From an optimization exercise on the open Yosys and OpenROAD flow, aimed at small area and a short achievable clock period; shortcuts taken in it are not production practice. Function was checked by simulation only, so behaviour that the tests miss may differ from the original. Power figures rest on the tool's default switching activity, not on a simulated workload.

== trial 12 ==
==> flow/design.v <==
module fp_add64 (
    input  wire        clk,
    input  wire        rst,
    input  wire        in_valid,
    input  wire [63:0] a,
    input  wire [63:0] b,
    input  wire        sub,       
    input  wire [2:0]  rm,        
    output reg         out_valid,
    output reg  [63:0] result,
    output reg  [4:0]  flags      
);
    localparam [2:0] RNE = 3'b001;
    localparam [2:0] RUP = 3'b011;
    localparam [2:0] RDN = 3'b100;
    localparam [2:0] RNA = 3'b101;
    wire        sa   = a[63];
    wire        sb   = b[63] ^ sub;
    wire [10:0] ea   = a[62:52];
    wire [10:0] eb   = b[62:52];
    wire [51:0] fa   = a[51:0];
    wire [51:0] fb   = b[51:0];
    wire ea_z   = (ea == 11'd0);
    wire eb_z   = (eb == 11'd0);
    wire ea_m   = (ea == 11'h7FF);
    wire eb_m   = (eb == 11'h7FF);
    wire fa_z   = (fa == 52'd0);
    wire fb_z   = (fb == 52'd0);
    wire a_nan  = ea_m & ~fa_z;
    wire b_nan  = eb_m & ~fb_z;
    wire a_inf  = ea_m & fa_z;
    wire b_inf  = eb_m & fb_z;
    wire esub   = sa ^ sb;
    wire sp_nan = a_nan | b_nan | (a_inf & b_inf & esub);
    wire sp_inf = ~sp_nan & (a_inf | b_inf);
    wire sp_iv  = (a_nan & ~fa[51]) | (b_nan & ~fb[51]) |
                  (~a_nan & ~b_nan & a_inf & b_inf & esub);
    wire        x1   = ea_z ^ eb_z;
    wire [11:0] d_ab, d_ba;
    pfx_add_lc #(.N(11)) u_dab (.a(ea), .b(~eb), .ci(~x1), .s(d_ab[10:0]));
    pfx_add_lc #(.N(11)) u_dba (.a(eb), .b(~ea), .ci(~x1), .s(d_ba[10:0]));
    assign d_ab[11] = 1'b0;
    assign d_ba[11] = 1'b0;
    wire        e_lt = (ea < eb);
    wire        e_eq = (ea == eb);
    wire [10:0] ediff = e_lt ? d_ba[10:0] : d_ab[10:0];
    wire [5:0]  dsh   = (ediff[10:6] != 5'd0) ? 6'd63 : ediff[5:0];
    wire        f_lt  = (fa < fb);
    wire        a_eq  = (a[62:0] == b[62:0]);
    wire        b_big = e_lt | (e_eq & f_lt);
    wire zres  = a_eq & (esub | (ea_z & fa_z));
    wire sl    = b_big ? sb : sa;
    wire sgn   = zres ? (esub ? (rm == RDN) : sa) : sl;
    wire [2:0] rmc = {(rm == RNE) | (rm == RNA), (rm == RNA) | (rm == RUP), rm == RDN};
    reg         v1;
    reg         spn1, spi1, spv1;
    reg  [2:0]  rmc1;
    reg         sg1;
    reg         invl1, invs1;    
    reg  [10:0] el1;
    reg  [52:0] ml1;
    reg  [52:0] ms1;
    reg  [5:0]  dsh1;
    always @(posedge clk) begin
        if (rst) v1 <= 1'b0;
        else     v1 <= in_valid;
        spn1  <= sp_nan;
        spi1  <= sp_inf;
        spv1  <= sp_iv;
        rmc1  <= rmc;
        sg1   <= sgn;
        invl1 <= esub & e_eq & f_lt;
        invs1 <= esub & ~(e_eq & f_lt);
        el1   <= zres ? 11'd1 : e_lt ? {eb[10:1], eb[0] | eb_z} : {ea[10:1], ea[0] | ea_z};
        ml1   <= e_lt ? {~eb_z, fb} : {~ea_z, fa};
        ms1   <= e_lt ? {~ea_z, fa} : {~eb_z, fb};
        dsh1  <= dsh;
    end
    wire [55:0] s_sh  = {ms1, 3'b000} >> dsh1;
    reg  [52:0] lost;
    integer j;
    always @* begin
        for (j = 0; j < 53; j = j + 1)
            lost[j] = (j + 3 < dsh1);
    end
    wire        s_stk = |(ms1 & lost);
    wire [56:0] opl   = {1'b0, ml1, 3'b000} ^ {57{invl1}};
    wire [56:0] ops   = {1'b0, s_sh[55:1], s_sh[0] | s_stk} ^ {57{invs1}};
    wire [56:0] sum2;
    wire [1:0]  rmd1 = {rmc1[2], rmc1[2] ? rmc1[1] : (rmc1[1] & ~sg1) | (rmc1[0] & sg1)};
    pfx_add #(.N(57)) u_add (.a(opl), .b(ops), .ci(invl1 | invs1), .s(sum2));
    reg         v2;
    reg         spn2, spi2, spv2;
    reg  [1:0]  rmd2;
    reg         sg2;
    reg  [10:0] el2;
    reg  [56:0] sum_r2;
    always @(posedge clk) begin
        if (rst) v2 <= 1'b0;
        else     v2 <= v1;
        spn2   <= spn1;
        spi2   <= spi1;
        spv2   <= spv1;
        rmd2   <= rmd1;
        sg2    <= sg1;
        el2    <= el1;
        sum_r2 <= sum2;
    end
    reg  [56:0] mark3;
    integer k;
    always @* begin
        for (k = 0; k < 57; k = k + 1)
            mark3[k] = ({1'b0, el2} == 12'd56 - k);
    end
    wire [5:0]  lz3;
    lzc64 u_lzc (.x({sum_r2 | mark3, 7'h7F}), .z(lz3));
    wire [56:0] shl3  = sum_r2 << lz3;
    wire [11:0] em3   = {1'b0, el2} - {6'd0, lz3};
    reg         v3;
    reg         spn3, spi3, spv3;
    reg  [1:0]  rmd3;
    reg         sg3;
    reg  [11:0] em_r3;
    reg  [54:0] nrm_r3;      
    always @(posedge clk) begin
        if (rst) v3 <= 1'b0;
        else     v3 <= v2;
        spn3   <= spn2;
        spi3   <= spi2;
        spv3   <= spv2;
        rmd3   <= rmd2;
        sg3    <= sg2;
        em_r3  <= em3;
        nrm_r3 <= {shl3[56:3], |shl3[2:0]};
    end
    wire        h4   = nrm_r3[54];
    wire [51:0] fr4  = nrm_r3[53:2];
    wire        g4   = nrm_r3[1];
    wire        st4  = nrm_r3[0];
    wire        inx4 = g4 | st4;
    wire        up4  = rmd3[1] ? (g4 & (st4 | fr4[0] | rmd3[0])) : (rmd3[0] & inx4);
    reg  [51:0] pa4;             
    integer l4, i4;
    always @* begin
        pa4 = fr4;
        for (l4 = 1; l4 < 52; l4 = l4 * 2)
            for (i4 = 0; i4 < 52; i4 = i4 + 1)
                if ((i4 / l4) % 2 == 1)
                    pa4[i4] = pa4[i4] & pa4[(i4 / l4) * l4 - 1];
    end
    wire [51:0] frr4 = fr4 ^ ({pa4[50:0], 1'b1} & {52{up4}});
    wire        c4   = up4 & pa4[51];
    wire [11:0] ex04 = em_r3 + {11'd0, h4};
    wire [11:0] ex14 = em_r3 + {10'd0, h4, ~h4};
    wire        ov04 = ex04[11] | (ex04[10:0] == 11'h7FF);
    wire        ov14 = ex14[11] | (ex14[10:0] == 11'h7FF);
    wire [10:0] ex4  = c4 ? ex14[10:0] : ex04[10:0];
    wire        ovf4 = c4 ? ov14 : ov04;
    wire        ovf_inf4 = rmd3[1] | rmd3[0];
    reg  [63:0] res4;
    reg  [4:0]  fl4;
    always @* begin
        fl4 = 5'd0;
        if (spn3) begin
            res4   = 64'h7FF8_0000_0000_0000;
            fl4[0] = spv3;
        end else if (spi3) begin
            res4   = {sg3, 11'h7FF, 52'd0};
        end else if (ovf4) begin
            res4   = ovf_inf4 ? {sg3, 11'h7FF, 52'd0} : {sg3, 11'h7FE, {52{1'b1}}};
            fl4[2] = 1'b1;
            fl4[4] = 1'b1;
        end else begin
            res4   = {sg3, ex4, frr4};
            fl4[4] = inx4;
        end
    end
    always @(posedge clk) begin
        if (rst) out_valid <= 1'b0;
        else     out_valid <= v3;
        result <= res4;
        flags  <= fl4;
    end
endmodule
module pfx_add #(parameter N = 57) (
    input  wire [N-1:0] a,
    input  wire [N-1:0] b,
    input  wire         ci,
    output wire [N-1:0] s
);
    reg [N:0] g, p;
    integer l, i;
    always @* begin
        g = {a & b, ci};
        p = {a ^ b, 1'b0};
        for (l = 1; l <= N; l = l * 2)
            for (i = 0; i <= N; i = i + 1)
                if ((i / l) % 2 == 1) begin
                    g[i] = g[i] | (p[i] & g[(i / l) * l - 1]);
                    p[i] = p[i] & p[(i / l) * l - 1];
                end
    end
    assign s = (a ^ b) ^ g[N-1:0];
endmodule
module pfx_add_lc #(parameter N = 11) (
    input  wire [N-1:0] a,
    input  wire [N-1:0] b,
    input  wire         ci,
    output wire [N-1:0] s
);
    reg [N-1:0] g, p;
    integer l, i;
    always @* begin
        g = a & b;
        p = a ^ b;
        for (l = 1; l < N; l = l * 2)
            for (i = 0; i < N; i = i + 1)
                if ((i / l) % 2 == 1) begin
                    g[i] = g[i] | (p[i] & g[(i / l) * l - 1]);
                    p[i] = p[i] & p[(i / l) * l - 1];
                end
    end
    wire [N-1:0] c = {g[N-2:0] | (p[N-2:0] & {(N-1){ci}}), ci};
    assign s = (a ^ b) ^ c;
endmodule
module lzc64 (
    input  wire [63:0] x,
    output wire [5:0]  z
);
    wire [1:0]  c4 [0:15];
    wire [15:0] v4;
    genvar n;
    generate
        for (n = 0; n < 16; n = n + 1) begin : nib
            wire [3:0] q = x[4*n+3:4*n];
            assign v4[n] = |q;
            assign c4[n] = q[3] ? 2'd0 : q[2] ? 2'd1 : q[1] ? 2'd2 : 2'd3;
        end
    endgenerate
    wire [2:0] c8  [0:7];
    wire [7:0] v8;
    generate
        for (n = 0; n < 8; n = n + 1) begin : oct
            assign v8[n] = v4[2*n+1] | v4[2*n];
            assign c8[n] = v4[2*n+1] ? {1'b0, c4[2*n+1]} : {1'b1, c4[2*n]};
        end
    endgenerate
    wire [3:0] c16 [0:3];
    wire [3:0] v16;
    generate
        for (n = 0; n < 4; n = n + 1) begin : hex
            assign v16[n] = v8[2*n+1] | v8[2*n];
            assign c16[n] = v8[2*n+1] ? {1'b0, c8[2*n+1]} : {1'b1, c8[2*n]};
        end
    endgenerate
    wire [4:0] c32 [0:1];
    wire [1:0] v32;
    generate
        for (n = 0; n < 2; n = n + 1) begin : h32
            assign v32[n] = v16[2*n+1] | v16[2*n];
            assign c32[n] = v16[2*n+1] ? {1'b0, c16[2*n+1]} : {1'b1, c16[2*n]};
        end
    endgenerate
    assign z = v32[1] ? {1'b0, c32[1]} : {1'b1, c32[0]};
endmodule
==> flow/config.mk <==
export PLATFORM = sky130hd
export DESIGN_NAME = fp_add64
export DESIGN_NICKNAME = fp_add64
export VERILOG_FILES = /design/flow/design.v
export SDC_FILE = /design/flow/constraint.sdc
export NUM_CORES = 4
export LEC_CHECK = 0
export CAP_MARGIN = 20
export CORE_MARGIN = 2
export CORE_UTILIZATION = 40
export SETUP_SLACK_MARGIN = 2.5
export SLEW_MARGIN = 20
==> flow/constraint.sdc <==
create_clock -name core_clock -period 8.0 [get_ports {clk}]
set_input_delay 1.6000 -clock core_clock [delete_from_list [all_inputs] [get_ports {clk}]]
set_output_delay 1.6000 -clock core_clock [all_outputs]
set_load 0.01 [all_outputs]
run.sh (not shown) runs the stock make flow with config.mk's settings and CLKGATE_MAP_FILE= SYNTH_SCRIPT=/design/flow/synth_recipe.tcl, a recipe that flattens the netlist after the stock synthesis.
Per the final summary, trial 12 finished and its layout is clean on timing, DRC and antenna.
The inputs of trial 78 differ from those of trial 12 as listed below.
Settings: changing SETUP_SLACK_MARGIN from 2.5 to 1.5.
- Diff trial 12..trial 78 | CTS sink count | unchanged
- Against trial 12, trial 78 reports a non-clock inverter instance count of the final layout that is lower.
- Power in trial 78 vs trial 12: down 0.55%
- Taking trial 12 as the reference, in trial 78 net switching power went down by 0.026 mW, pin count of the biggest net entering global routing went up by about 100%, core utilization went down by 0.81 points, via count went down by 1.1%.
- Taking trial 12 as the reference, in trial 78 worst path arrival time increased by 860 ps relative to the old numbers; routed wire length down 2.2%; peak per-stage delay on the critical path went down.
- The critical path's slowest cell comes out sky130_fd_sc_hd__dfxtp_4 in one run and sky130_fd_sc_hd__fa_1 in the other, namely in trial 12 and trial 78 respectively.
- Relative to trial 12, buffering overhead has decreased by 1.2 points in trial 78.

static timing again, ports no longer ideal:
No port has a modelled driver above. Below, the same layouts with a new extraction and two added sets of constraints.
Step 1, drivers: a clkbuf_16 drives clk and a buf_2 each remaining input, both assumed.
Step 2 moves the port delays by t, midway between the first and last clock arrival at a register: inputs arrive t later, outputs are due t later. That takes back most of the time a late clock gives input paths.
Three values: ideal ports, drivers, drivers and shift; two values: the first two.
| run | t (ns) | setup WS [ns] | worst setup path at the end | latest minus earliest clock arrival (ns) | slew at the worst register clock pin (ns) |
|---|---|---|---|---|---|
| trial 12 | 0.627 | 2.688 / 2.688 / 2.242 | input to register | 0.037 / 0.038 | 0.06 / 0.06 |
| trial 78 | 0.627 | 1.870 / 1.870 / 1.863 | input to register | 0.039 / 0.039 | 0.06 / 0.06 |
After both steps setup and hold are still met in every run listed. For trial 12, which loses most, drivers alone change the setup slack by 0.000 ns; drivers and shift together by -0.446 ns.
